Context: an optimization exercise on an open-source flow, tuned for small area, a short achievable clock period and few clock cycles. The choices shown serve that exercise and are no tape-out recipe. In this exercise RTL edits were held to simulation tests only and were not proved equivalent to the original.

## trial 96
## shaper_slice
module shaper_slice (
    input  wire         clk,
    input  wire         rst,           
    input  wire [15:0]  ped_hi,
    input  wire [15:0]  ped_lo,
    input  wire         gr,
    input  wire [2:0]   nsec,
    input  wire [399:0] coef,          
    input  wire         emode,
    input  wire [4:0]   pick_idx,
    input  wire [15:0]  egain,
    input  wire [4:0]   eshift,
    input  wire [15:0]  zs_thr,
    input  wire         zs_trig,
    input  wire [2:0]   m_code,        
    input  wire [1:0]   k,             
    input  wire         s_valid,
    output reg          s_ready,
    input  wire [15:0]  s_word,
    input  wire [6:0]   s_tick,
    input  wire         s_last,
    input  wire [1:0]   s_status,
    input  wire         s_clr,
    input  wire         s_cal,
    input  wire         s_test,
    output reg          r_valid,
    output reg  [31:0]  r_word
);
clock: 25.0 ns
lec_check: 0
cap_margin: 20
core_margin: 2
core_utilization: 40
cts_cluster_diameter: 100
cts_cluster_size: 24
place_density: 0.6
slew_margin: 20
run.sh (not shown) runs the stock make flow with config.mk's settings and CLKGATE_MAP_FILE= SYNTH_SCRIPT=/design/flow/synth_recipe.tcl, a recipe that flattens the netlist after the stock synthesis.
Testbench counts of trial 96, summed over its fixed seeds: cycles 183,221.
> inputs changed (trial 96 -> build 48)
--- a/flow/design.v
+++ b/flow/design.v
@@ -231,20 +231,27 @@
             bv      <= a_op;
             o_v     <= byp || (bv && b_out);
         end
     end
     reg                sel_new;        
     reg  [5:0]         x_n;
     reg  signed [23:0] prev_y;
     reg                prev_ok;
     reg  [2:0]         wake_left;
     reg  signed [23:0] sel_y, sel_a, sel_c;
+    reg  [25:0]        sel_nabs;
+    reg                sel_nneg;
+    reg  [26:0]        sel_dabs;
+    wire signed [25:0] t_ac = $signed({{2{sel_a[23]}}, sel_a}) - $signed({{2{o_y[23]}}, o_y});
+    wire signed [25:0] t_ca = $signed({{2{o_y[23]}}, o_y}) - $signed({{2{sel_a[23]}}, sel_a});
+    wire [26:0]        t_den = ($signed({{3{sel_y[23]}}, sel_y}) <<< 1)
+                             - $signed({{3{sel_a[23]}}, sel_a}) - $signed({{3{o_y[23]}}, o_y});
     reg  [6:0]         sel_tick;
     reg                sel_a_ok, sel_c_ok;
     reg  [5:0]         sel_n;
     reg                f_sat, f_susp, f_cal, f_test;
     reg                cv, c_tok, c_wake;
     reg  [1:0]         c_st;
     wire        o_first  = sel_new;
     wire [5:0]  o_n      = o_first ? 6'd0 : x_n;
     wire        o_pok    = (o_first && o_clr) ? 1'b0 : prev_ok;
     wire [2:0]  o_wake   = (o_first && o_clr) ? 3'd4 : wake_left;
@@ -274,20 +281,23 @@
                     sel_c_ok <= 1'b0;
                 end else if (o_first || o_y > sel_y) begin
                     sel_y    <= o_y;
                     sel_tick <= o_tick;
                     sel_n    <= o_n;
                     sel_a    <= prev_y;
                     sel_a_ok <= o_pok;
                     sel_c_ok <= 1'b0;
                 end else if (!sel_c_ok && o_n == sel_n + 6'd1) begin
                     sel_c    <= o_y;
+                    sel_nabs <= t_ac[25] ? t_ca : t_ac;
+                    sel_nneg <= t_ac[25];
+                    sel_dabs <= t_den;
                     sel_c_ok <= 1'b1;
                 end
                 prev_y  <= o_y;
                 prev_ok <= 1'b1;
                 x_n     <= o_n + 6'd1;
                 f_sat   <= (!o_first && f_sat)  | o_sat;
                 f_susp  <= (!o_first && f_susp) | o_susp;
                 f_cal   <= (!o_first && f_cal)  | o_cal;
                 f_test  <= (!o_first && f_test) | o_test;
                 if (o_last) begin
@@ -307,45 +317,40 @@
     reg  [31:0]        q_rem;          
     reg  [30:0]        q_d;            
     reg  [3:0]         q_mag;
     reg                q_nneg, q_tval, q_tok, q_wake, q_sat, q_susp, q_cal, q_test;
     reg  [1:0]         q_st;
     reg  [6:0]         q_tick;
     wire signed [23:0] m_h   = a2v ? 24'sd0 : q_h;
     reg  [15:0]        q_g;            
     wire [3:0]         m_g   = q_g[3:0];
     wire signed [27:0] m_t   = m_h + q_y * $signed({1'b0, m_g});
-    wire signed [25:0] num     = $signed({{2{sel_a[23]}}, sel_a}) - $signed({{2{sel_c[23]}}, sel_c});
-    wire [26:0]        den_abs = ($signed({{3{sel_y[23]}}, sel_y}) <<< 1)
-                               - $signed({{3{sel_a[23]}}, sel_a}) - $signed({{3{sel_c[23]}}, sel_c});
-    wire signed [25:0] numr    = $signed({{2{sel_c[23]}}, sel_c}) - $signed({{2{sel_a[23]}}, sel_a});
-    wire [26:0]        num_abs = {1'b0, num[25] ? numr : num};
     wire [32:0]        dd    = {1'b0, q_rem} - {2'b00, q_d};
     wire               dq    = !dd[32];
     always @(posedge clk) begin
         if (rst) begin
             a2v <= 1'b0; a3v <= 1'b0; a4v <= 1'b0; a5v <= 1'b0; a6v <= 1'b0;
         end else begin
             a2v <= cv; a3v <= a2v; a4v <= a3v; a5v <= a4v; a6v <= a5v;
         end
         if (a2v || a3v || a4v || a5v) begin
             q_h  <= m_t[27:4];
             q_lo <= {m_t[3:0], q_lo[15:4]};
         end
         if (a2v || a3v || a4v || a5v)
             q_g <= {4'd0, q_g[15:4]};
         if (cv) begin
             q_g    <= egain_r;
             q_y    <= sel_y;
-            q_rem  <= {1'b0, num_abs, 4'b0} + {5'b0, den_abs};
-            q_d    <= {den_abs, 4'b0};
-            q_nneg <= num[25];
+            q_rem  <= {1'b0, sel_nabs, 4'b0} + {5'b0, sel_dabs};
+            q_d    <= {sel_dabs, 4'b0};
+            q_nneg <= sel_nneg;
             q_tval <= emode_r && sel_c_ok && sel_a_ok && (sel_a < sel_y);
             q_tok  <= c_tok;
             q_st   <= c_st;
             q_wake <= c_wake;
             q_sat  <= f_sat;
             q_susp <= f_susp;
             q_cal  <= f_cal;
             q_test <= f_test;
             q_tick <= sel_tick;
         end
Relative to trial 96, number of enable-type register cells in the synthesized netlist increased by about 6.5% in build 48. Changes observed in build 48 relative to trial 96: detailed-route wire length higher, worst setup slack before clock tree synthesis saw an increase. [compare] base=trial 96 new=build 48: design area increased by about 1% relative to the old numbers, wire length of the first global-routing pass increased by 9.7% relative to the old numbers, overall die width increased by about 0.54% relative to the old numbers, via total after detailed routing increased by about 1.7% relative to the old numbers. Sort build 48 and trial 96 by flip-flop and latch count asc -> top: trial 96. Trial 96 completed end to end with timing, DRC and antenna clean. Build 48: done, clean on timing, DRC and antenna. The higher half-perimeter wire length after detailed placement of build 48 and trial 96 is in build 48. [build 48] met1 demand-to-capacity share in global routing rose 6.6 points relative to trial 96. Build 48 against trial 96: time the worst path needs with I/O delays and setup moved down; proportion of layout cells with a drive suffix above 1 level.
Testbench counts of build 48, summed over its fixed seeds: cycles 183,221.

## port drivers added, routing unchanged
The results above use ideal ports. As a check the final layouts listed here were re-extracted and re-timed, cells and wires unchanged. Step 1 assumes that a clkbuf_16 drives the clock port and a buf_2 every other input. Step 2 times the ports against the registers' clock, not the clock port: input delays grow and output delays shrink by t, the midpoint of the rising clock arrivals with the driver on. Slacks: no drivers / after step 1 / after step 2; pairs: no drivers / after step 1.
| run | t (ns) | setup slack, ns | slew at the worst register clock pin (ns) |
|---|---|---|---|
| trial 96 | 0.864 | 17.625 / 17.625 / 17.625 | 0.10 / 0.10 |
| build 48 | 0.953 | 18.230 / 18.148 / 18.151 | 0.10 / 0.10 |
After both steps setup and hold are still met in every run listed. The setup slack of build 48, which loses most, moves by -0.082 ns with the drivers and by -0.079 ns with both steps.
